Background: an optimization exercise with open tools, aiming at a short achievable clock period and few clock cycles per item. Do not read the settings as production practice.
The RTL was checked by simulation tests, not by an equivalence proof against the original design.
No driver is modelled on the clock port, so clocking that relies on it looks cheaper here than on a real chip.
Power is estimated from default activity; no workload was simulated.

**flow/flow/run.sh**
```bash
#!/bin/bash
# Layout: the standard flow (standard.sh), with synthesis run unchanged and
# these settings for the later steps:
#  - timing repair aims for SETUP_MARGIN ns of setup slack beyond the clock
#    period, so it keeps shortening the critical paths past the 12 ns constraint;
#  - sizing may change a cell's footprint (MATCH_CELL_FOOTPRINT=0);
set -euo pipefail
cd "$(dirname "${BASH_SOURCE[0]}")/.."
SETUP_MARGIN=${SETUP_MARGIN:-8.0}
bash standard.sh synth > synth.log 2>&1
bash standard.sh SETUP_SLACK_MARGIN="$SETUP_MARGIN" MATCH_CELL_FOOTPRINT=0 \
    TNS_END_PERCENT=100 \
    "BUFFER_PORTS_ARGS=-buffer_cell sky130_fd_sc_hd__buf_4" finish > layout.log 2>&1
```
**flow/standard.sh**
```bash
#!/bin/bash
# synth_recipe.tcl (not shown) runs the flow's synth.tcl, then flattens the netlist and writes it again
# the make line also repeats each setting of config.mk as NAME=value (left out here)
make -C /OpenROAD-flow-scripts/flow DESIGN_CONFIG=/design/flow/config.mk WORK_HOME=/design/flow/orfs CLKGATE_MAP_FILE= SYNTH_SCRIPT=/design/flow/synth_recipe.tcl "${@:-finish}"
```
**flow/config.mk**
```make
export PLATFORM = sky130hd
export DESIGN_NAME = sc_band_adapt
export DESIGN_NICKNAME = sc_band_adapt
export VERILOG_FILES = /design/flow/design.v
export SDC_FILE = /design/flow/constraint.sdc
export NUM_CORES = 4
export LEC_CHECK = 0
export ABC_CLOCK_PERIOD_IN_PS = 3000
export CAP_MARGIN = 20
export CORE_MARGIN = 2
export CORE_UTILIZATION = 50
export SLEW_MARGIN = 20
```
**flow/constraint.sdc**
```tcl
create_clock -name core_clock -period 12.0 [get_ports {clk}]
set_input_delay 2.4000 -clock core_clock [delete_from_list [all_inputs] [get_ports {clk}]]
set_output_delay 2.4000 -clock core_clock [all_outputs]
set_load 0.01 [all_outputs]
```
**flow/design.v**
```verilog
module sc_band_adapt (
    input  wire        clk,
    input  wire        rst,
    input  wire        start,
    input  wire [15:0] n_edges,    
    input  wire [31:0] t_span,     
    input  wire [15:0] fsw_tgt,    
    input  wire [8:0]  k_b,        
    input  wire [15:0] h_in,       
    input  wire [15:0] h_min,
    input  wire [15:0] h_max,
    output wire        ready,
    output wire        done,
    output reg  [31:0] f_meas,
    output reg  [17:0] rho,        
    output reg  [15:0] h_out,
    output reg         at_min,
    output reg         at_max
);
    localparam integer ND1 = 16;           
    localparam integer ND2 = 7;            
    localparam integer LAT = 2 + ND1 + 2 + ND2 + 3;
    function [47:0] csa_s;
        input [47:0] x, y, z;
        csa_s = x ^ y ^ z;
    endfunction
    function [47:0] csa_c;
        input [47:0] x, y, z;
        csa_c = ((x & y) | (x & z) | (y & z)) << 1;
    endfunction
    assign ready = 1'b1;
    reg [LAT-1:0] vld;
    always @(posedge clk) begin
        if (rst) vld <= {LAT{1'b0}};
        else     vld <= {vld[LAT-2:0], start};
    end
    assign done = vld[LAT-1];
    wire [37:0] nw = {22'd0, n_edges};
    wire [37:0] c0 = nw << 21;
    wire [37:0] c1 = ~(nw << 17);
    wire [37:0] c2 = ~(nw << 14);
    wire [37:0] c3 = nw << 12;
    wire [37:0] c4 = ~(nw << 9);
    wire [37:0] c5 = ~(nw << 7);
    wire [37:0] c6 = ~(nw << 5);
    wire [37:0] c7 = nw << 2;
    wire [37:0] c8 = nw;
    wire [37:0] c9 = 38'd5 - 38'd1953125;
    wire [37:0] a0s = csa_s(c0, c1, c2), a0c = csa_c(c0, c1, c2);
    wire [37:0] a1s = csa_s(c3, c4, c5), a1c = csa_c(c3, c4, c5);
    wire [37:0] a2s = csa_s(c6, c7, c8), a2c = csa_c(c6, c7, c8);
    wire [37:0] b0s = csa_s(a0s, a0c, a1s), b0c = csa_c(a0s, a0c, a1s);
    wire [37:0] b1s = csa_s(a1c, a2s, a2c), b1c = csa_c(a1c, a2s, a2c);
    wire [37:0] e0s = csa_s(b0s, b0c, b1s), e0c = csa_c(b0s, b0c, b1s);
    wire [37:0] e1s = csa_s(e0s, e0c, b1c), e1c = csa_c(e0s, e0c, b1c);
    reg  [37:0] r1a, r1b;
    reg         nz1;
    reg  [31:0] t1;
    reg  [15:0] tg1;
    reg  [8:0]  kb1;
    reg  [15:0] h1, hmn1, hmx1;
    always @(posedge clk) begin
        r1a  <= e1s;
        r1b  <= e1c;
        nz1  <= (n_edges != 16'd0);
        t1   <= t_span;
        tg1  <= fsw_tgt;
        kb1  <= k_b;
        h1   <= h_in;
        hmn1 <= h_min;
        hmx1 <= h_max;
    end
    wire [37:0] e2s = csa_s(r1a, r1b, c9), e2c = csa_c(r1a, r1b, c9);
    wire [37:0] m5  = e2s + e2c;
    reg  [45:0] num2;
    reg  [31:0] t2;
    reg  [33:0] t32;
    reg  [15:0] tg2;
    reg  [8:0]  kb2;
    reg  [15:0] h2, hmn2, hmx2;
    always @(posedge clk) begin
        num2 <= nz1 ? {m5[36:0], 9'd0} : 46'd0;
        t2   <= t1;
        t32  <= {2'b00, t1} + {1'b0, t1, 1'b0};
        tg2  <= tg1;
        kb2  <= kb1;
        h2   <= h1;
        hmn2 <= hmn1;
        hmx2 <= hmx1;
    end
    wire [32*(ND1+1)-1:0] d1_r;
    wire [32*(ND1+1)-1:0] d1_dq;
    wire [32*(ND1+1)-1:0] d1_t;
    wire [34*(ND1+1)-1:0] d1_t3;
    wire [ND1:0]          d1_s;
    wire [73*(ND1+1)-1:0] d1_x;       
    assign d1_r[31:0]  = {18'd0, num2[45:32]};
    assign d1_dq[31:0] = num2[31:0];
    assign d1_t[31:0]  = t2;
    assign d1_t3[33:0] = t32;
    assign d1_s[0]     = 1'b0;
    assign d1_x[72:0]  = {tg2, kb2, h2, hmn2, hmx2};
    genvar gi;
    generate
        for (gi = 0; gi < ND1; gi = gi + 1) begin : g_div1
            wire [31:0] r  = d1_r[gi*32 +: 32];
            wire [31:0] dq = d1_dq[gi*32 +: 32];
            wire [31:0] t  = d1_t[gi*32 +: 32];
            wire [33:0] t3 = d1_t3[gi*34 +: 34];
            wire [33:0] r4 = {r, dq[31:30]};
            wire [34:0] s1 = {1'b0, r4} - {3'b000, t};
            wire [34:0] s2 = {1'b0, r4} - {2'b00, t, 1'b0};
            wire [34:0] s3 = {1'b0, r4} - {1'b0, t3};
            wire [1:0]  qd = !s3[34] ? 2'd3 : !s2[34] ? 2'd2 : !s1[34] ? 2'd1 : 2'd0;
            wire [31:0] rn = !s3[34] ? s3[31:0] : !s2[34] ? s2[31:0] :
                             !s1[34] ? s1[31:0] : r4[31:0];
            wire        sat = (gi == 0) ? ({18'd0, num2[45:32]} >= t2) : d1_s[gi];
            reg  [31:0] r_q, dq_q, t_q;
            reg  [33:0] t3_q;
            reg         s_q;
            reg  [72:0] x_q;
            always @(posedge clk) begin
                r_q  <= rn;
                dq_q <= {dq[29:0], qd};
                t_q  <= t;
                t3_q <= t3;
                s_q  <= sat;
                x_q  <= d1_x[gi*73 +: 73];
            end
            assign d1_r[(gi+1)*32 +: 32]  = r_q;
            assign d1_dq[(gi+1)*32 +: 32] = dq_q;
            assign d1_t[(gi+1)*32 +: 32]  = t_q;
            assign d1_t3[(gi+1)*34 +: 34] = t3_q;
            assign d1_s[gi+1]             = s_q;
            assign d1_x[(gi+1)*73 +: 73]  = x_q;
        end
    endgenerate
    wire [15:0] tg_l = d1_x[(ND1-1)*73 + 57 +: 16];
    wire [8:0]  kb_l = d1_x[(ND1-1)*73 + 48 +: 9];
    wire [41:0] tlw = {26'd0, tg_l};
    wire [41:0] p0 = ~(kb_l[0] ? tlw      : 42'd0);
    wire [41:0] p1 = ~(kb_l[1] ? tlw << 1 : 42'd0);
    wire [41:0] p2 = ~(kb_l[2] ? tlw << 2 : 42'd0);
    wire [41:0] p3 = ~(kb_l[3] ? tlw << 3 : 42'd0);
    wire [41:0] p4 = ~(kb_l[4] ? tlw << 4 : 42'd0);
    wire [41:0] p5 = ~(kb_l[5] ? tlw << 5 : 42'd0);
    wire [41:0] p6 = ~(kb_l[6] ? tlw << 6 : 42'd0);
    wire [41:0] p7 = ~(kb_l[7] ? tlw << 7 : 42'd0);
    wire [41:0] p8 = ~(kb_l[8] ? tlw << 8 : 42'd0);
    wire [41:0] p9 = 42'd9;
    wire [41:0] pa0s = csa_s(p0, p1, p2), pa0c = csa_c(p0, p1, p2);
    wire [41:0] pa1s = csa_s(p3, p4, p5), pa1c = csa_c(p3, p4, p5);
    wire [41:0] pa2s = csa_s(p6, p7, p8), pa2c = csa_c(p6, p7, p8);
    wire [41:0] pb0s = csa_s(pa0s, pa0c, pa1s), pb0c = csa_c(pa0s, pa0c, pa1s);
    wire [41:0] pb1s = csa_s(pa1c, pa2s, pa2c), pb1c = csa_c(pa1c, pa2s, pa2c);
    wire [41:0] pe0s = csa_s(pb0s, pb0c, pb1s), pe0c = csa_c(pb0s, pb0c, pb1s);
    wire [41:0] pe1s = csa_s(pe0s, pe0c, pb1c), pe1c = csa_c(pe0s, pe0c, pb1c);
    wire [41:0] pe2s = csa_s(pe1s, pe1c, p9),   pe2c = csa_c(pe1s, pe1c, p9);
    reg  [41:0] nks, nkc;
    always @(posedge clk) begin
        nks <= pe2s;
        nkc <= pe2c;
    end
    wire        s_e = d1_s[ND1];
    wire [31:0] q_e = d1_dq[ND1*32 +: 32];
    wire [31:0] f_q = s_e ? 32'hFFFF_FFFF : q_e;
    wire [15:0] tg_e, h_e, hn_e, hx_e;
    wire [8:0]  kb_e;
    assign {tg_e, kb_e, h_e, hn_e, hx_e} = d1_x[ND1*73 +: 73];
    wire [41:0] fw = {10'd0, f_q};
    wire [41:0] k0 = kb_e[0] ? fw      : 42'd0;
    wire [41:0] k1 = kb_e[1] ? fw << 1 : 42'd0;
    wire [41:0] k2 = kb_e[2] ? fw << 2 : 42'd0;
    wire [41:0] k3 = kb_e[3] ? fw << 3 : 42'd0;
    wire [41:0] k4 = kb_e[4] ? fw << 4 : 42'd0;
    wire [41:0] k5 = kb_e[5] ? fw << 5 : 42'd0;
    wire [41:0] k6 = kb_e[6] ? fw << 6 : 42'd0;
    wire [41:0] k7 = kb_e[7] ? fw << 7 : 42'd0;
    wire [41:0] k8 = kb_e[8] ? fw << 8 : 42'd0;
    wire [41:0] u0s = csa_s(k0, k1, k2), u0c = csa_c(k0, k1, k2);
    wire [41:0] u1s = csa_s(k3, k4, k5), u1c = csa_c(k3, k4, k5);
    wire [41:0] u2s = csa_s(k6, k7, k8), u2c = csa_c(k6, k7, k8);
    wire [41:0] v0s = csa_s(u0s, u0c, u1s), v0c = csa_c(u0s, u0c, u1s);
    wire [41:0] v1s = csa_s(u1c, u2s, u2c), v1c = csa_c(u1c, u2s, u2c);
    wire [41:0] w0s = csa_s(v0s, v0c, v1s), w0c = csa_c(v0s, v0c, v1s);
    wire [41:0] w1s = csa_s(v1c, nks, nkc), w1c = csa_c(v1c, nks, nkc);
    wire [41:0] x0s = csa_s(w0s, w0c, w1s), x0c = csa_c(w0s, w0c, w1s);
    wire [41:0] y9s = csa_s(x0s, x0c, w1c), y9c = csa_c(x0s, x0c, w1c);
    reg  [41:0] kra, krb;
    reg  [31:0] fb;
    reg         posb;
    reg  [15:0] tgb;
    reg  [15:0] hb, hnb, hxb;
    always @(posedge clk) begin
        kra  <= y9s;
        krb  <= y9c;
        fb   <= f_q;
        posb <= s_e || (q_e >= {16'd0, tg_e});
        tgb  <= tg_e;
        hb   <= h_e;
        hnb  <= hn_e;
        hxb  <= hx_e;
    end
    wire [41:0] npos = kra + krb;
    wire [41:0] nneg = ~kra + ~krb + 42'd2;
    wire [32:0] hbw = {17'd0, hb};
    wire [32:0] j0 = hbw,       j1 = hbw << 2,  j2 = hbw << 3;
    wire [32:0] j3 = hbw << 6,  j4 = hbw << 7,  j5 = hbw << 10;
    wire [32:0] j6 = hbw << 11, j7 = hbw << 14, j8 = hbw << 15;
    wire [32:0] y0s = csa_s(j0, j1, j2), y0c = csa_c(j0, j1, j2);
    wire [32:0] y1s = csa_s(j3, j4, j5), y1c = csa_c(j3, j4, j5);
    wire [32:0] y2s = csa_s(j6, j7, j8), y2c = csa_c(j6, j7, j8);
    wire [32:0] z0s = csa_s(y0s, y0c, y1s), z0c = csa_c(y0s, y0c, y1s);
    wire [32:0] z1s = csa_s(y1c, y2s, y2c), z1c = csa_c(y1c, y2s, y2c);
    wire [32:0] o0s = csa_s(z0s, z0c, z1s), o0c = csa_c(z0s, z0c, z1s);
    wire [32:0] o1s = csa_s(o0s, o0c, z1c), o1c = csa_c(o0s, o0c, z1c);
    reg  [31:0] fc;
    reg         posc;
    reg  [40:0] nc;
    reg  [15:0] tgc;
    reg  [17:0] tg3c;
    reg  [15:0] hc, hnc, hxc;
    reg  [17:0] h3c;
    reg  [32:0] hma, hmb;
    always @(posedge clk) begin
        fc   <= fb;
        posc <= posb;
        nc   <= posb ? npos[40:0] : nneg[40:0];
        tgc  <= tgb;
        tg3c <= {2'b00, tgb} + {1'b0, tgb, 1'b0};
        hc   <= hb;
        hnc  <= hnb;
        hxc  <= hxb;
        h3c  <= {2'b00, hb} + {1'b0, hb, 1'b0};
        hma  <= o1s;
        hmb  <= o1c;
    end
    wire [16*(ND2+1)-1:0] d2_r;
    wire [14*(ND2+1)-1:0] d2_dq;
    wire [16*(ND2+1)-1:0] d2_t;
    wire [18*(ND2+1)-1:0] d2_t3;
    wire [ND2:0]          d2_s;
    wire [34*(ND2+1)-1:0] d2_as, d2_ac;
    wire [115*(ND2+1)-1:0] d2_x;      
    wire [32:0] hm_full = hma + hmb;
    wire [15:0] hm_c    = hm_full[31:16];
    assign d2_r[15:0]  = nc[21:6];
    assign d2_dq[13:0] = {nc[5:0], 8'd0};
    assign d2_t[15:0]  = tgc;
    assign d2_t3[17:0] = tg3c;
    assign d2_s[0]     = 1'b0;
    assign d2_as[33:0] = {2'b00, hc, 16'd0};
    assign d2_ac[33:0] = posc ? 34'd0 : 34'd7;
    assign d2_x[114:0] = {posc, fc, hc, h3c, 16'd0, hnc, hxc};
    generate
        for (gi = 0; gi < ND2; gi = gi + 1) begin : g_div2
            wire [15:0] r  = d2_r[gi*16 +: 16];
            wire [13:0] dq = d2_dq[gi*14 +: 14];
            wire [15:0] t  = d2_t[gi*16 +: 16];
            wire [17:0] t3 = d2_t3[gi*18 +: 18];
            wire [17:0] r4 = {r, dq[13:12]};
            wire [18:0] s1 = {1'b0, r4} - {3'b000, t};
            wire [18:0] s2 = {1'b0, r4} - {2'b00, t, 1'b0};
            wire [18:0] s3 = {1'b0, r4} - {1'b0, t3};
            wire [1:0]  qd = !s3[18] ? 2'd3 : !s2[18] ? 2'd2 : !s1[18] ? 2'd1 : 2'd0;
            wire [15:0] rn = !s3[18] ? s3[15:0] : !s2[18] ? s2[15:0] :
                             !s1[18] ? s1[15:0] : r4[15:0];
            wire        sat = (gi == 0) ? ((nc[40:22] != 19'd0) || (nc[21:6] >= tgc)) : d2_s[gi];
            wire [114:0] x  = d2_x[gi*115 +: 115];
            wire         xp = x[114];
            wire [15:0]  xh = x[81:66];
            wire [17:0]  x3 = x[65:48];
            wire [1:0]   pd = dq[1:0];                  
            wire [17:0]  hd = (pd == 2'd3) ? x3 : (pd == 2'd2) ? {1'b0, xh, 1'b0} :
                              (pd == 2'd1) ? {2'b00, xh} : 18'd0;
            wire [33:0]  rw0 = {16'd0, hd} << (2 * (ND2 - gi));
            wire [33:0]  rw  = (gi == 0) ? 34'd0 : (xp ? rw0 : ~rw0);
            wire [33:0]  as = d2_as[gi*34 +: 34], ac = d2_ac[gi*34 +: 34];
            wire [33:0]  ns = csa_s(as, ac, rw), nca = csa_c(as, ac, rw);
            wire [15:0]  hm = (gi == 0) ? hm_c : x[47:32];
            reg  [15:0] r_q, t_q;
            reg  [13:0] dq_q;
            reg  [17:0] t3_q;
            reg         s_q;
            reg  [33:0] as_q, ac_q;
            reg  [114:0] x_q;
            always @(posedge clk) begin
                r_q  <= rn;
                dq_q <= {dq[11:0], qd};
                t_q  <= t;
                t3_q <= t3;
                s_q  <= sat;
                as_q <= ns;
                ac_q <= nca;
                x_q  <= {x[114:48], hm, x[31:0]};
            end
            assign d2_r[(gi+1)*16 +: 16]  = r_q;
            assign d2_dq[(gi+1)*14 +: 14] = dq_q;
            assign d2_t[(gi+1)*16 +: 16]  = t_q;
            assign d2_t3[(gi+1)*18 +: 18] = t3_q;
            assign d2_s[gi+1]             = s_q;
            assign d2_as[(gi+1)*34 +: 34] = as_q;
            assign d2_ac[(gi+1)*34 +: 34] = ac_q;
            assign d2_x[(gi+1)*115 +: 115] = x_q;
        end
    endgenerate
    wire [114:0] xe  = d2_x[ND2*115 +: 115];
    wire         pe  = xe[114];
    wire [31:0]  fe  = xe[113:82];
    wire [15:0]  he  = xe[81:66];
    wire [17:0]  h3e = xe[65:48];
    wire [15:0]  hme = xe[47:32];
    wire [15:0]  hne = xe[31:16];
    wire [15:0]  hxe = xe[15:0];
    wire [13:0]  q2  = d2_dq[ND2*14 +: 14];
    wire         se  = d2_s[ND2];
    wire [17:0]  hdl = (q2[1:0] == 2'd3) ? h3e : (q2[1:0] == 2'd2) ? {1'b0, he, 1'b0} :
                       (q2[1:0] == 2'd1) ? {2'b00, he} : 18'd0;
    wire [33:0]  rwl = pe ? {16'd0, hdl} : ~{16'd0, hdl};
    wire [33:0]  fs  = csa_s(d2_as[ND2*34 +: 34], d2_ac[ND2*34 +: 34], rwl);
    wire [33:0]  fcy = csa_c(d2_as[ND2*34 +: 34], d2_ac[ND2*34 +: 34], rwl);
    wire         lim = pe ? se : (se || q2 >= 14'd13107);
    reg  [33:0]  fas, fac;     
    reg  [16:0]  hlm;          
    reg          lmf;
    reg  [17:0]  rhf;
    reg  [31:0]  ff;
    reg  [15:0]  hnf, hxf;
    always @(posedge clk) begin
        fas <= fs;
        fac <= fcy;
        hlm <= pe ? {1'b0, he} + {3'b000, he[15:2]} : {1'b0, hme};
        lmf <= lim;
        if (pe) rhf <= se ? 18'd81920 : 18'd65536 + {4'd0, q2};
        else    rhf <= lim ? 18'd52429 : 18'd65536 - {4'd0, q2};
        ff  <= fe;
        hnf <= hne;
        hxf <= hxe;
    end
    wire [33:0]  acc = fas + fac;
    reg  [16:0]  hrg;
    reg  [17:0]  rhg;
    reg  [31:0]  fg;
    reg  [15:0]  hng, hxg;
    reg          invg, eqg;
    always @(posedge clk) begin
        hrg  <= lmf ? hlm : acc[32:16];
        rhg  <= rhf;
        fg   <= ff;
        hng  <= hnf;
        hxg  <= hxf;
        invg <= (hnf > hxf);
        eqg  <= (hnf == hxf);
    end
    wire [16:0] hraw  = hrg;
    wire        lo_c  = (hraw < {1'b0, hng});        
    wire        inv_c = invg;                        
    wire        hi_c  = (hraw > {1'b0, hxg});        
    wire        eq_mm = eqg;
    wire [15:0] h_cl  = lo_c ? (inv_c ? hxg : hng) : (hi_c ? hxg : hraw[15:0]);
    always @(posedge clk) begin
        f_meas <= fg;
        rho    <= rhg;
        h_out  <= h_cl;
        at_min <= lo_c ? !inv_c : (hi_c ? eq_mm : (hraw[15:0] == hng));
        at_max <= lo_c ? (inv_c || eq_mm) : (hi_c ? 1'b1 : (hraw[15:0] == hxg));
    end
endmodule
```
==> results of run 1 <==
-- final cells by class --
cell class | instances | area [um^2] | area share (%)
multi-input combinational | 16900 | 133000 | 45.2
sequential | 5704 | 114000 | 38.7
clock buffer | 796 | 16600 | 5.63
inverter | 3215 | 12100 | 4.10
tap | 6916 | 8650 | 2.93
timing repair buffer | 514 | 5150 | 1.74
clock inverter | 280 | 4140 | 1.40
antenna | 311 | 778 | 0.264
timing repair inverter | 2 | 12.5 | 0.00424
-- worst paths after layout --
kind,to,slack (ps),cells after the start
setup / recovery,f_meas[4],8020,1
setup reg to reg,kra[14]$_DFF_P_,8030,12
hold / removal,g_div1[10].x_q[64]$_DFF_P_,260,0
hold reg to reg,g_div1[10].x_q[64]$_DFF_P_,260,0
-- cell usage in the layout, fill, tap and decap left out, types with 89 or more instances in the layout --
cell type | netlist | routed
dfxtp_1 | 5704 | 5605
inv_1 | 3212 | 3182
ha_1 | 2429 | 2418
a21oi_1 | 1641 | 1601
nand2_1 | 1555 | 1546
nor2_1 | 1265 | 1250
o21ai_0 | 1261 | 1203
xnor2_1 | 995 | 995
a21o_1 | 789 | 787
fa_1 | 765 | 738
clkbuf_16 | 0 | 611
xor2_1 | 585 | 585
nand3_1 | 398 | 397
nor3_1 | 374 | 368
nor2b_1 | 359 | 352
o21a_1 | 355 | 350
buf_4 | 12 | 344
nand2b_1 | 328 | 326
o211ai_1 | 316 | 316
diode_2 | 0 | 311
and2_1 | 294 | 275
a211oi_1 | 293 | 256
a31oi_1 | 218 | 200
mux2_2 | 196 | 196
or3_1 | 176 | 175
and3_1 | 172 | 170
o21bai_1 | 164 | 161
mux2i_1 | 156 | 153
nand4_1 | 145 | 145
a22oi_1 | 127 | 126
clkbuf_1 | 439 | 103
clkbuf_8 | 0 | 100
buf_6 | 2 | 98
dfxtp_2 | 0 | 91
clkinv_2 | 0 | 89
-- what timing repair did --
action / 4_1_cts / 5_1_grt
pin swaps: 62 / 179
setup buffers: 85 / 88
cloned: 21 / 16
hold buffers: 0 / 0
endpoints found under the setup margin: 694 / 639
resized for setup: 431 / 389
-- power breakdown --
group / switching [mW] / leakage (nW) / total, mW / internal (mW)
combinational: 26.8 / 78.3 / 46.6 / 19.8
sequential: 3.74 / 47.9 / 27.3 / 23.6
clock: 8.00 / 10.0 / 19.0 / 11.0
-- stage by stage --
step,hold slack [ps],cell area [um^2],util [%]
3_3_place_gp,310,268000,51.9
2_1_floorplan,310,259000,-
3_5_place_dp,312,268000,52.0
4_1_cts,250,292000,56.5
5_1_grt,259,295000,57.1
6_report,260,295000,57.2
-- flip-flops by register name (all words and copies together) (netlist names), 108 cells and up --
register     flops
g_div1.t3_q    510
g_div1.t_q     465
d2_ac          169
g_div1.dq_q    393
g_div2.as_q    180
g_div1.r_q     480
g_div2.x_q     798
g_div1.x_q    1168
g_div2.t3_q    108
-- metal layers --
layer / share of wire (%) / vias to the layer above / track usage [%] / wire length, um
met3: 4.0 / 1429 / 2.68 / 28200
met5: 0.0057 / - / 0 / 40
met1: 42 / 87300 / 31.8 / 298000
li1: - / 91500 / - / -
met4: 6.5 / 6 / 14.5 / 45400
met2: 47 / 4219 / 44.6 / 332000
-- synth_stat cells (110+ instances only) --
master / instances
o211ai_1: 316
ha_1: 2429
nand2_1: 1555
dfxtp_1: 5704
xnor2_1: 995
or3_1: 176
a31oi_1: 218
a22oi_1: 127
a21o_1: 789
mux2i_1: 156
and2_1: 294
xor2_1: 585
nand3_1: 398
nor2b_1: 359
o21bai_1: 164
clkbuf_1: 439
mux2_2: 196
a21oi_1: 1641
nor3_1: 374
o21a_1: 355
and3_1: 172
o31ai_1: 110
nand2b_1: 328
fa_1: 765
nor2_1: 1265
a211oi_1: 293
nand4_1: 145
inv_1: 3212
o21ai_0: 1261
-- kinds of logic (layout without fill, tap and decap cells) --
logic type | after synthesis | in the layout | synth area share [%]
adder cells (fa/ha/maj) | 3194 | 3194 | 17.6
XOR/XNOR | 1580 | 1580 | 5.34
AO/OA/AOI/OAI | 6338 | 6341 | 15.9
buffers and inverters | 3763 | 4807 | 5.51
multiplexers | 352 | 352 | 1.45
AND/OR/NAND/NOR | 5389 | 5397 | 10.1
flip-flops | 5704 | 5704 | 44.1
other | 2 | 313 | 0.00290
==> impl_metrics.ini, run 1 <==
[outcome]
status = complete, no violations

[critical_path]
path_cells = buf_6
crit_path_top_delay_cell = dfxtp_2
worstSetupStartpoint = f_meas[4]$_DFF_P_
crit_fanout = 1
path_class = flop to primary output
crit_required_ps = 9600
r2r-start = g_div1[15].s_q$_DFF_P_
worst-endpoint-arrival_ps = 1580
startpoint_type = flop
path_buf_inv = 1
slowest_delay_ps = 330
crit_path_end_kind = primary output
path_delay_family = flip-flops

[grt]
grt_max_degree = 66
grt-ovfl-total = 0
track_usage_pct = 25.9
grt_pass1_vias = 181000
grt_pass1_wl_um = 1060000
grt_antenna_before_repair = 79

[placement]
dp_hpwl_um = 551000
dp.cells = 33000
place_congestion = 0.944
port_buffers = 191
dp_slack_ps = 6860

[final_layout]
stdcell_count = 34600
final_nets = 30200
fill_cells = 45500
drive_gt1_share_pct = 8.84
area_growth_syn_to_layout_pct = 13.9

[floorplan]
io_pins = 194
die_y_um = 724
die_x_um = 724
coreArea_um2 = 517000
die-area_um2 = 524000
start_util_pct = 50.2
rows = 264

[detailed_routing]
drt-initial-drc-count = 11200
wl_um = 704000
drc = 0
postRouteAntennaNets = 0
wl_per_cell_um = 20.3
vias = 184000
viasPerCell = 5.33
drtPass1Iterations = 6

[clock_network]
clockBufferDepth = 4
cts-root-buf = clkbuf_16
h-tree-depth = 6
cts_num_sinks = 5704
cts_tree = yes
clk_pin_slew_ps = 60
cts_buffers = 592
clk_latency_ps = 1130

[job]
drv_cap = 0

[pwr]
p_total_mw = 92.9
vdd_drop_max_uv = 184
p_leak_nw = 136
power.density_nw_per_um2 = 315

[logic_synthesis]
synthesis.area_um2 = 259000
synthArstFlopShare_pct = 0
synth_top_area_share_pct = 44.1
synth.avg_cell_area_um2 = 9.85
synth_flop_cell = dfxtp_1
synth_cells = 26300
ys_warn_count = 1
yosysSeqAreaShare_pct = 44.1
synth_seq_cells = 5704
synth_edf_count = 0
yosys.area.top_type = dfxtp_1
synth_fp_nets = 29600
yosysUniqueCellTypes = 114
yosys-top-cells-area = dfxtp_1 44%, ha_1 12%, fa_1 5.9%

[timing]
setup_tns_ps = 0
hold_violations = 0
setup_viol = 0
setup_slack_ps = 8020
rsz0062_at_grt = true
drv_slew = 0
relSlewSlack_pct = 23.4
period_share_pct = 33.1
skew_ps = 90.9
tightest_slew_ps = 1150
max_freq_mhz = 251
fin_crit_ps = 3980

[worst_hold_path]
hp-class = flop to flop
hp-start = g_div1[9].x_q[64]$_DFF_P_
Testbench counts, summed over its fixed seeds: cycles 2,632, items 2,400.
==> run 2: changes to the inputs <==
--- a/flow/design.v
+++ b/flow/design.v
@@ -95,4 +95,5 @@
     wire [ND1:0]          d1_s;
     wire [73*(ND1+1)-1:0] d1_x;       
+    wire [2*ND1-1:0]      d1_qd;      
     assign d1_r[31:0]  = {18'd0, num2[45:32]};
     assign d1_dq[31:0] = num2[31:0];
@@ -134,4 +135,5 @@
             assign d1_s[gi+1]             = s_q;
             assign d1_x[(gi+1)*73 +: 73]  = x_q;
+            assign d1_qd[gi*2 +: 2]       = qd;
         end
     endgenerate
@@ -162,7 +164,8 @@
         nkc <= pe2c;
     end
-    wire        s_e = d1_s[ND1];
-    wire [31:0] q_e = d1_dq[ND1*32 +: 32];
-    wire [31:0] f_q = s_e ? 32'hFFFF_FFFF : q_e;
+    reg  [31:0] f_l;
+    always @(posedge clk)
+        f_l <= d1_s[ND1-1] ? 32'hFFFF_FFFF : {d1_dq[(ND1-1)*32 +: 30], d1_qd[(ND1-1)*2 +: 2]};
+    wire [31:0] f_q = f_l;
     wire [15:0] tg_e, h_e, hn_e, hx_e;
     wire [8:0]  kb_e;
@@ -196,5 +199,5 @@
         krb  <= y9c;
         fb   <= f_q;
-        posb <= s_e || (q_e >= {16'd0, tg_e});
+        posb <= (f_q >= {16'd0, tg_e});
         tgb  <= tg_e;
         hb   <= h_e;
--- a/flow/flow/run.sh
+++ b/flow/flow/run.sh
@@ -7,5 +7,5 @@
 set -euo pipefail
 cd "$(dirname "${BASH_SOURCE[0]}")/.."
-SETUP_MARGIN=${SETUP_MARGIN:-8.0}
+SETUP_MARGIN=${SETUP_MARGIN:-8.4}
 bash standard.sh synth > synth.log 2>&1
 bash standard.sh SETUP_SLACK_MARGIN="$SETUP_MARGIN" MATCH_CELL_FOOTPRINT=0 \
--- a/flow/config.mk
+++ b/flow/config.mk
@@ -9,4 +9,7 @@
 export CAP_MARGIN = 20
 export CORE_MARGIN = 2
-export CORE_UTILIZATION = 50
+export CORE_UTILIZATION = 58
+export CTS_CLUSTER_DIAMETER = 150
+export CTS_CLUSTER_SIZE = 20
+export PLACE_DENSITY = 0.68
 export SLEW_MARGIN = 20
==> impl_metrics.ini, run 2 <==
[detailed_routing]
wl_per_cell_um = 20.6
drtPass1Iterations = 7
viasPerCell = 5.60
postRouteAntennaNets = 0
wl_um = 673000
drt-initial-drc-count = 12600
drc = 0
vias = 183000

[pwr]
swShare_pct = 42.9
p_comb_share_pct = 57.7
p_switching_mw = 38.7
p_leak_nw = 134
vdd_drop_max_uv = 225
p_total_mw = 90.3
power.density_nw_per_um2 = 310
pwr-share-clk_pct = 12.2
p_seq_share_pct = 30.2
internal_power_mw = 51.6

[floorplan]
coreArea_um2 = 441000
die-area_um2 = 447000
die_y_um = 669
io_pins = 194
die_x_um = 669
start_util_pct = 58.2
rows = 244

[logic_synthesis]
synthesis.area_um2 = 256000
synth_edf_count = 0
synth.most_common_cell = dfxtp_1
yosysUniqueCellTypes = 115
synth_flop_cell = dfxtp_1
yosysSeqAreaShare_pct = 44.5
ys_warn_count = 1
synth_cells = 25900
yosys-top-cells-area = dfxtp_1 45%, ha_1 12%, fa_1 6.0%
synth_fp_nets = 29200
yosys.area.top_type = dfxtp_1
synth_top_area_share_pct = 44.5
synth.avg_cell_area_um2 = 9.91
synth_seq_cells = 5703
synthArstFlopShare_pct = 0
synthTopCellsByCount = 5703 x dfxtp_1, 3143 x inv_1, 2428 x ha_1, 1716 x a21oi_1, 1530 x nand2_1

[final_layout]
reg_top3 = g_div1.x_q (1168), g_div2.x_q (798), g_div1.t3_q (510)
top_register = g_div1.x_q
fill_cells = 35300
mostFrequentLayoutCell = dfxtp_1
final_nets = 30000
layout_common_cells = 5440 x dfxtp_1, 3061 x inv_1, 2297 x ha_1
area_growth_syn_to_layout_pct = 13.6
drive_gt1_share_pct = 12.3
largest_reg_flops = 1168

[worst_hold_path]
hp-class = flop to flop
whs_path_depth = 0

[timing]
relSlewSlack_pct = 26.0
skew_ps = 89.8
timing.hold.ws_ps = 248
setup_viol = 0
hold_violations = 0
rsz0062_at_grt = true
drv_slew = 0
setup_tns_ps = 0
tightest_slew_ps = 1110
max_freq_mhz = 252
fin_crit_ps = 3970
period_share_pct = 33.1

[grt]
grt_pass1_vias = 179000
grt-ovfl-total = 0
track_usage_pct = 28.6
grt_max_degree = 77
grt_pass1_wl_um = 1010000
grt_antenna_before_repair = 57

[clock_network]
clk_pin_slew_ps = 80
cts_tree = yes
h-tree-depth = 5
cts-root-buf = clkbuf_16
hold_buffers = 0
cts_buffers = 323
cts_num_sinks = 5703
clockBufferDepth = 4
clk_latency_ps = 990

[job]
drv_cap = 0

[critical_path]
worst-endpoint-arrival_ps = 4770
reg2reg_slack_ps = 8190
crit_fanout = 2
startpoint_type = primary input
crit_path_end_kind = flop
reg2reg_depth = 16
path_class = primary input to flop
crit_required_ps = 12800

[placement]
place_congestion = 0.930
dp_hpwl_um = 486000
port_buffers = 191

[outcome]
status = complete, no violations
## run 2: power by group through the flow
stage	Sequential [mW]	Combinational, mW	Clock (mW)
6_report	27.2	52.1	11.0
5_1_grt	27.6	57.4	12.0
4_1_cts	27.1	48.2	11.3
3_5_place_dp	27.5	43.6	0
3_3_place_gp	27.5	42.9	0
2_1_floorplan	25.7	34.0	0
## run 2: worst paths after layout
| path | startpoint | endpoint |
|---|---|---|
| worst max-delay path | n_edges[10] | r1a[15]$_DFF_P_ |
| worst max register to register | g_div1[5].t3_q[0]$_DFF_P_ | g_div1[6].r_q[24]$_DFF_P_ |
| worst min-delay path | num2[17]$_SDFF_PN0_ | g_div1[0].dq_q[19]$_DFF_P_ |
| worst min register to register | num2[17]$_SDFF_PN0_ | g_div1[0].dq_q[19]$_DFF_P_ |
## run 2: kinds of logic after synthesis
family          share of synthesized area (%)
fa+ha+maj                                17.8
flops                                    44.5
compound gates                           16.0
mux                                      1.27
simple gates                             9.43
buf+inv                                  5.48
xor+xnor                                 5.49
other cells                           0.00293
## run 2: timing repair
| action | CTS | global route |
|---|---|---|
| gates cloned | 93 | 59 |
| gates resized for setup | 1499 | 1121 |
| pin swaps | 425 | 520 |
| setup endpoints to repair | 826 | 824 |
| buffers inserted | 312 | 250 |
## run 2: final cells by class
class                           instances  area, um^2  share of cell area, %
Clock inverter                         28         611                  0.210
Timing Repair inverter                  1        7.51                0.00258
Inverter                             3146       11900                   4.08
Sequential cell                      5703      115000                   39.3
Multi-Input combinational cell      16500      137000                   47.0
Timing Repair Buffer                  997       11500                   3.96
Clock buffer                          325        8110                   2.78
Tap cell                             5904        7390                   2.54
Antenna cell                          127         318                  0.109
## run 2: per-stage QoR
| step | setup WS [ps] | util, % | instances | area [um^2] |
|---|---|---|---|---|
| 4_1_cts | 7980 | 64.2 | 32300 | 283000 |
| 2_1_floorplan | 7340 | - | 25900 | 257000 |
| 3_3_place_gp | 6810 | 60.0 | 31500 | 264000 |
| 6_report | 8030 | 66.1 | 32700 | 291000 |
| 5_1_grt | 7990 | 66.1 | 32700 | 291000 |
| 3_5_place_dp | 6830 | 60.0 | 31500 | 264000 |
## run 2: critical path, stage by stage
cell and delay, ps:
buf_12 80, clkinvlp_4 90, fa_2 600, inv_2 50, fa_1 490, inv_1 50, fa_2 570, fa_2 430
## run 2: routing by layer
layer | GRT usage [%] | part of all wire, % | wire length (um)
met1 | 36.9 | 42 | 285000
met2 | 47.6 | 46 | 309000
met3 | 2.98 | 5.3 | 35900
met5 | 0 | 0.018 | 118
met4 | 14.4 | 6.3 | 42300
Testbench counts of run 2, summed over its fixed seeds: cycles 2,632, items 2,400.
==> run 3: changes to the inputs <==
--- a/flow/design.v
+++ b/flow/design.v
@@ -20,5 +20,5 @@
     localparam integer ND1 = 16;           
     localparam integer ND2 = 7;            
-    localparam integer LAT = 2 + ND1 + 2 + ND2 + 3;
+    localparam integer LAT = 1 + 2 + ND1 + 2 + ND2 + 3;
     function [47:0] csa_s;
         input [47:0] x, y, z;
@@ -36,5 +36,19 @@
     end
     assign done = vld[LAT-1];
-    wire [37:0] nw = {22'd0, n_edges};
+    reg [15:0] n0;
+    reg [31:0] t0;
+    reg [15:0] tg0;
+    reg [8:0]  kb0;
+    reg [15:0] h0, hmn0, hmx0;
+    always @(posedge clk) begin
+        n0   <= n_edges;
+        t0   <= t_span;
+        tg0  <= fsw_tgt;
+        kb0  <= k_b;
+        h0   <= h_in;
+        hmn0 <= h_min;
+        hmx0 <= h_max;
+    end
+    wire [37:0] nw = {22'd0, n0};
     wire [37:0] c0 = nw << 21;
     wire [37:0] c1 = ~(nw << 17);
@@ -63,11 +77,11 @@
         r1a  <= e1s;
         r1b  <= e1c;
-        nz1  <= (n_edges != 16'd0);
-        t1   <= t_span;
-        tg1  <= fsw_tgt;
-        kb1  <= k_b;
-        h1   <= h_in;
-        hmn1 <= h_min;
-        hmx1 <= h_max;
+        nz1  <= (n0 != 16'd0);
+        t1   <= t0;
+        tg1  <= tg0;
+        kb1  <= kb0;
+        h1   <= h0;
+        hmn1 <= hmn0;
+        hmx1 <= hmx0;
     end
     wire [37:0] e2s = csa_s(r1a, r1b, c9), e2c = csa_c(r1a, r1b, c9);
--- a/flow/flow/run.sh
+++ b/flow/flow/run.sh
@@ -5,4 +5,5 @@
 #    period, so it keeps shortening the critical paths past the 12 ns constraint;
 #  - sizing may change a cell's footprint (MATCH_CELL_FOOTPRINT=0);
+#  - the port buffers are buf_4 cells instead of the flow's first pick;
 set -euo pipefail
 cd "$(dirname "${BASH_SOURCE[0]}")/.."
@@ -11,3 +12,4 @@
 bash standard.sh SETUP_SLACK_MARGIN="$SETUP_MARGIN" MATCH_CELL_FOOTPRINT=0 \
     TNS_END_PERCENT=100 \
-    "BUFFER_PORTS_ARGS=-buffer_cell sky130_fd_sc_hd__buf_4" finish > layout.log 2>&1
+    "BUFFER_PORTS_ARGS=-buffer_cell sky130_fd_sc_hd__buf_4" \
+    "PRE_CTS_TCL=$PWD/flow/pre_cts.tcl" finish > layout.log 2>&1
==> flow/flow/pre_cts.tcl (new file) <==
# Move each flip-flop that drives an output port's buffer next to that
# buffer (the buffers sit by the ports), then legalize the placement.
set block [ord::get_db_block]
set moved 0
foreach bterm [$block getBTerms] {
  if {[$bterm getIoType] ne "OUTPUT"} { continue }
  set net [$bterm getNet]
  if {$net eq "NULL"} { continue }
  set drv ""
  foreach it [$net getITerms] { if {[$it isOutputSignal]} { set drv $it } }
  if {$drv eq ""} { continue }
  set buf [$drv getInst]
  set in_net ""
  foreach it [$buf getITerms] { if {[$it isInputSignal]} { set in_net [$it getNet] } }
  if {$in_net eq "" || $in_net eq "NULL"} { continue }
  set ffq ""
  set nload 0
  foreach it [$in_net getITerms] {
    if {[$it isOutputSignal]} { set ffq $it } else { incr nload }
  }
  if {$ffq eq "" || $nload != 1} { continue }
  set ff [$ffq getInst]
  if {![string match "sky130_fd_sc_hd__df*" [[$ff getMaster] getName]]} { continue }
  lassign [$buf getLocation] bx by
  $ff setLocation $bx $by
  incr moved
}
puts "pre_cts: moved $moved output flip-flops next to their port buffers"
detailed_placement
check_placement -verbose
==> impl_metrics.ini, run 3 <==
[critical_path]
crit_fanout = 6
startpoint_type = flop
worst-endpoint-arrival_ps = 4750
path_class = flop to flop
r2r-start = g_div1[9].t3_q[0]$_DFF_P_
worstSetupStartpoint = g_div1[9].t3_q[0]$_DFF_P_
crit_path_end_kind = flop
crit_required_ps = 12880

[floorplan]
start_util_pct = 58.3
die-area_um2 = 450000
io_pins = 194
coreArea_um2 = 442000
die_y_um = 671
die_x_um = 671
rows = 244

[detailed_routing]
drtPass1Iterations = 7
drt-initial-drc-count = 11300
drc = 0
wl_per_cell_um = 21.1
postRouteAntennaNets = 0
vias = 185000
viasPerCell = 5.61
wl_um = 696000

[timing]
setup_slack_ps = 8140
fin_crit_ps = 3860
timing.hold.ws_ps = 241
tightest_slew_ps = 1070
hold_violations = 0
setup_viol = 0
skew_ps = 105
rsz0062_at_grt = true
drv_slew = 0
relSlewSlack_pct = 29.0
period_share_pct = 32.2
max_freq_mhz = 259
setup_tns_ps = 0

[logic_synthesis]
synthArstFlopShare_pct = 0
yosys.area.top_type = dfxtp_1
synthTopCellsByCount = 5825 x dfxtp_1, 3131 x inv_1, 2428 x ha_1, 1679 x a21oi_1, 1551 x nand2_1
synthesis.area_um2 = 258000
synth.avg_cell_area_um2 = 9.97
synth.most_common_cell = dfxtp_1
synth_edf_count = 0
synth_fp_nets = 29200
yosysSeqAreaShare_pct = 45.2
synth_seq_cells = 5825
yosys-top-cells-area = dfxtp_1 45%, ha_1 12%, fa_1 5.9%
synth_cells = 25900
synth_top_area_share_pct = 45.2
ys_warn_count = 1
yosysUniqueCellTypes = 107
synth_flop_cell = dfxtp_1

[outcome]
status = complete, no violations

[worst_hold_path]
hp-class = flop to flop
hp-start = g_div1[2].dq_q[23]$_DFF_P_

[grt]
track_usage_pct = 28.8
grt-ovfl-total = 0
grt_max_degree = 67
grt_pass1_wl_um = 1020000
grt_antenna_before_repair = 67
grt_pass1_vias = 181000

[final_layout]
final_nets = 30100
reg_top3 = g_div1.x_q (1168), g_div2.x_q (798), g_div1.t3_q (510)
stdcell_count = 32900
mostFrequentLayoutCell = dfxtp_1
drive_gt1_share_pct = 12.7
layout_common_cells = 5500 x dfxtp_1, 3080 x inv_1, 2270 x ha_1
largest_reg_flops = 1168
top_register = g_div1.x_q
final_area_um2 = 295000
area_growth_syn_to_layout_pct = 14.3

[job]
drv_cap = 0

[placement]
dp.cells = 31600
dp_hpwl_um = 494000
port_buffers = 191
dp_slack_ps = 6660
placed_cell_area_um2 = 266000
place_congestion = 0.948

[pwr]
vdd_drop_max_uv = 239
power.density_nw_per_um2 = 308
p_leak_nw = 136

[clock_network]
cts_buffers = 329
clk_latency_ps = 1020
clk_pin_slew_ps = 80
cts_num_sinks = 5825
hold_buffers = 0
cts_tree = yes
==> run 3: cell types whose count changed in the layout (fill, tap and decap cells not counted), sizes merged, moves of 45 or more <==
cell,before,now
nor3,308,363
buf,905,984
diode,127,238
xor2,586,631
o21ai,1365,1463
nor2,1245,1152
dfxtp,5703,5825
and2,306,254
==> run 3: final timing paths <==
path                                      to  cells past startpoint  slack (ps)
setup / recovery  g_div1[10].r_q[30]$_DFF_P_                     19        8140
hold / removal    g_div1[3].dq_q[25]$_DFF_P_                      0         240
setup reg to reg  g_div1[10].r_q[30]$_DFF_P_                     19        8140
hold reg to reg   g_div1[3].dq_q[25]$_DFF_P_                      0         240
==> run 3: metal layers <==
layer | GRT usage [%] | up-vias | part of all wire, %
met5 | 0 | - | 0.0092
met1 | 33.6 | 87900 | 39
met2 | 50.9 | 5172 | 48
met3 | 2.77 | 1957 | 4.8
met4 | 18.1 | 10 | 7.9
li1 | - | 89700 | -
==> run 3: area by class of cell <==
cell class | instances | area, um^2
antenna | 238 | 596
clock buffer | 331 | 8280
clock inverter | 26 | 531
fill | 34800 | 148000
inverter | 3135 | 11800
multi-input combinational | 16400 | 137000
sequential | 5825 | 117000
tap | 5904 | 7390
timing repair buffer | 1088 | 12300
timing repair inverter | 2 | 18.8
==> run 3: repair_timing <==
action	4_1_cts	5_1_grt
pin swaps	456	600
endpoints found under the setup margin	792	757
gates resized for setup	1538	1241
setup buffers	342	282
cloned	96	71
==> run 3: power breakdown <==
group	internal (mW)	switching, mW	total [mW]
Clock	4.99	6.18	11.2
Combinational	23.1	28.8	51.9
Sequential	24.0	3.61	27.6
Total	52.1	38.6	90.7
==> run 3: critical path, cell delays in order, from the launching register on <==
cell and delay, ps:
dfxtp_4 380, ha_4 140, buf_6 100, fa_2 210, nor2b_4 50, o31a_1 310
o41ai_4 210, buf_4 190, o22ai_4 100, a31oi_1 200, buf_4 180, o31a_1 200
nor2_2 70, o21ai_4 430, buf_6 170, clkbuf_16 160, nor2_2 50, a211oi_2 230
a211oi_2 80, a31o_2 230
==> run 3: cell families after synthesis <==
| group | share of synthesized area [%] |
|---|---|
| xor gates and xnor gates | 5.56 |
| AOI/OAI and AO/OA | 15.6 |
| DFF | 45.2 |
| muxes | 1.40 |
| buffers and inverters | 5.40 |
| adders and majority gates | 17.7 |
| other | 0.00291 |
| and+or+nand+nor | 9.12 |
==> run 3: per-stage QoR <==
step	utilization (%)	power [mW]
after floorplan	-	59.3
after global placement	60.1	69.4
after detailed placement	60.1	70.1
after CTS	64.6	86.6
after global routing	66.6	97.3
final	66.7	90.7
Testbench counts of run 3, summed over its fixed seeds: cycles 2,640, items 2,400.
==> run 4: changes to the inputs <==
--- a/flow/config.mk
+++ b/flow/config.mk
@@ -9,7 +9,7 @@
 export CAP_MARGIN = 20
 export CORE_MARGIN = 2
-export CORE_UTILIZATION = 58
+export CORE_UTILIZATION = 66
 export CTS_CLUSTER_DIAMETER = 150
 export CTS_CLUSTER_SIZE = 20
-export PLACE_DENSITY = 0.68
+export PLACE_DENSITY = 0.76
 export SLEW_MARGIN = 20
==> impl_metrics.ini, run 4 <==
[timing]
max_freq_mhz = 258
hold_violations = 0
period_share_pct = 32.3
fin_crit_ps = 3880
relSlewSlack_pct = 20.8
setup_viol = 0
rsz0062_at_grt = true
setup_slack_ps = 8120
drv_slew = 0
tightest_slew_ps = 1190
skew_ps = 63.7
setup_tns_ps = 0

[logic_synthesis]
synthTopCellsByCount = 5825 x dfxtp_1, 3131 x inv_1, 2428 x ha_1, 1679 x a21oi_1, 1551 x nand2_1
yosysSeqAreaShare_pct = 45.2
synth_cells = 25900
yosysUniqueCellTypes = 107
synth_seq_cells = 5825
synth_top_area_share_pct = 45.2
synthesis.area_um2 = 258000
synth_flop_cell = dfxtp_1
synth_fp_nets = 29200
synth_edf_count = 0
synth.most_common_cell = dfxtp_1
synth.avg_cell_area_um2 = 9.97
synthArstFlopShare_pct = 0
yosys-top-cells-area = dfxtp_1 45%, ha_1 12%, fa_1 5.9%
yosys.area.top_type = dfxtp_1
ys_warn_count = 1

[final_layout]
final_nets = 30000
largest_reg_flops = 1168
area_growth_syn_to_layout_pct = 13.2
top_register = g_div1.x_q
layout_common_cells = 5468 x dfxtp_1, 3079 x inv_1, 2271 x ha_1
reg_top3 = g_div1.x_q (1168), g_div2.x_q (798), g_div1.t3_q (510)
mostFrequentLayoutCell = dfxtp_1
drive_gt1_share_pct = 12.2
fill_cells = 26900

[pwr]
p_switching_mw = 38.7
p_leak_nw = 135
p_comb_share_pct = 56.6
swShare_pct = 42.8
power.density_nw_per_um2 = 310
vdd_drop_max_uv = 214
internal_power_mw = 51.8
p_seq_share_pct = 30.9
pwr-share-clk_pct = 12.5

[worst_hold_path]
hp-class = flop to flop
hp-start = g_div2[1].x_q[97]$_DFF_P_

[critical_path]
path_cells = buf_6
critPathCapture = h_out[0]
reg2reg_slack_ps = 8150
path_class = flop to primary output
crit_fanout = 1
path_delay_family = flip-flops
reg2reg_depth = 17
r2r-start = g_div1[9].t3_q[0]$_DFF_P_
slowest_delay_ps = 360
crit_cells = 1
startpoint_type = flop
path_buf_inv = 1
worstSetupStartpoint = h_out[0]$_DFF_P_
worst-endpoint-arrival_ps = 1480
crit_required_ps = 9600
crit_path_top_delay_cell = dfxtp_2
r2r-end = g_div1[10].r_q[31]$_DFF_P_
crit_path_end_kind = primary output

[floorplan]
die_x_um = 629
io_pins = 194
rows = 229
die_y_um = 629
coreArea_um2 = 389000
start_util_pct = 66.3
die-area_um2 = 396000

[placement]
port_buffers = 191
place_congestion = 0.963
dp_slack_ps = 6620
dp_hpwl_um = 508000

[detailed_routing]
vias = 189000
wl_um = 724000
drt-initial-drc-count = 15600
drc = 0
viasPerCell = 5.89
drtPass1Iterations = 8
postRouteAntennaNets = 0
wl_per_cell_um = 22.6

[clock_network]
cts_buffers = 329
cts_num_sinks = 5825
clk_latency_ps = 1020
clk_pin_slew_ps = 100
hold_buffers = 0
cts_tree = yes

[grt]
grt_max_degree = 64
grt_pass1_wl_um = 1050000
grt_pass1_vias = 184000
track_usage_pct = 34.0
grt_antenna_before_repair = 86
grt-ovfl-total = 0

[outcome]
status = complete, no violations

[job]
drv_cap = 0
## run 4: cell counts after synthesis
Identical to the previous run, type by type.
## run 4: cells by family after synthesis
logic type	after synthesis	share of synthesized area [%]
other	2	0.00291
AOI/OAI and AO/OA	6285	15.6
DFF	5825	45.2
xor gates and xnor gates	1637	5.56
adders and majority gates	3193	17.7
buffers and inverters	3668	5.40
and+or+nand+nor	4930	9.12
muxes	339	1.40
## run 4: power groups by stage
stage / combinational, mW / sequential [mW] / clock, mW
floorplan: 33.3 / 26.0 / 0
global placement: 41.3 / 28.0 / 0
detailed placement: 42.2 / 28.0 / 0
CTS: 46.7 / 27.7 / 11.4
global route: 56.1 / 28.2 / 12.1
finish: 51.2 / 28.0 / 11.3
## run 4: worst min path at each step
stage               cells past startpoint  slack [ps]                         end
finish                                  0         300   g_div2[2].x_q[97]$_DFF_P_
global route                            0         310   g_div1[1].x_q[21]$_DFF_P_
detailed placement                      0         310  g_div1[6].dq_q[24]$_DFF_P_
global placement                        0         310   g_div1[14].x_q[0]$_DFF_P_
floorplan                               0         310           d2_dq[46]$_DFF_P_
CTS                                     0         290   g_div1[1].x_q[21]$_DFF_P_
## run 4: cell type report
| cell class | count | area (um^2) | share of cell area, % |
|---|---|---|---|
| repair inverters | 2 | 15.0 | 0.00514 |
| diodes | 169 | 423 | 0.145 |
| clock inverters | 22 | 500 | 0.171 |
| flip-flops and latches | 5825 | 117000 | 40.1 |
| repair buffers | 1006 | 11600 | 3.96 |
| multi-input cells | 16400 | 136000 | 46.5 |
| clock buffers | 334 | 8360 | 2.86 |
| inverters | 3135 | 11800 | 4.04 |
| well taps | 5197 | 6500 | 2.23 |
## run 4: stage by stage
stage	util [%]	cells	power (mW)	cell area [um^2]	hold slack (ps)
floorplan	-	25900	59.3	258000	310
global placement	68.1	30800	69.3	265000	310
detailed placement	68.1	30800	70.2	265000	312
CTS	72.8	31600	85.9	283000	292
global route	75.1	32100	96.5	292000	311
finish	75.1	32100	90.5	292000	301
## run 4: repair_timing
action	4_1_cts	5_1_grt
setup buffers	292	260
resized for setup	1343	1283
gates cloned	90	66
setup endpoints to repair	755	759
pin swaps	345	566
## run 4: per-layer routing
metal	global-route usage (%)	vias to the layer above	routed length, um
li1	-	89500	-
met1	41.8	89800	283000
met2	57.1	7181	336000
met3	4.68	2280	49000
met4	20.1	38	55600
met5	0	-	290

==> what the ideal ports hide <==
The flow's constraints put no driver on any port. The routed layouts listed below were extracted and timed again, unchanged, in two steps. Step 1 (the two cells are an assumption about what drives the block):
set clk [get_ports {clk}]
set_driving_cell -lib_cell sky130_fd_sc_hd__clkbuf_16 $clk
set_driving_cell -lib_cell sky130_fd_sc_hd__buf_2 [delete_from_list [all_inputs] $clk]
Step 2 times the ports against the registers' clock, not the clock port: input delays grow and output delays shrink by t, the midpoint of the rising clock arrivals with the driver on. a / b / c = ideal / step 1 / step 2; a / b = the first two.
run	t (ns)	slack for setup (ns)	worst slew at a driven data input, ns	pins driven straight from the clock port
run 1	1.203	8.024 / 7.895 / 6.946	0.26	1
run 2	1.087	8.026 / 7.921 / 7.011	0.14	1
run 3	1.105	8.137 / 8.006 / 8.137	0.23	1
run 4	1.119	8.122 / 7.991 / 8.146	0.26	1
After both steps setup and hold are still met in every run listed. For run 1, which loses most, drivers alone change the setup slack by -0.129 ns; drivers and shift together by -1.078 ns.
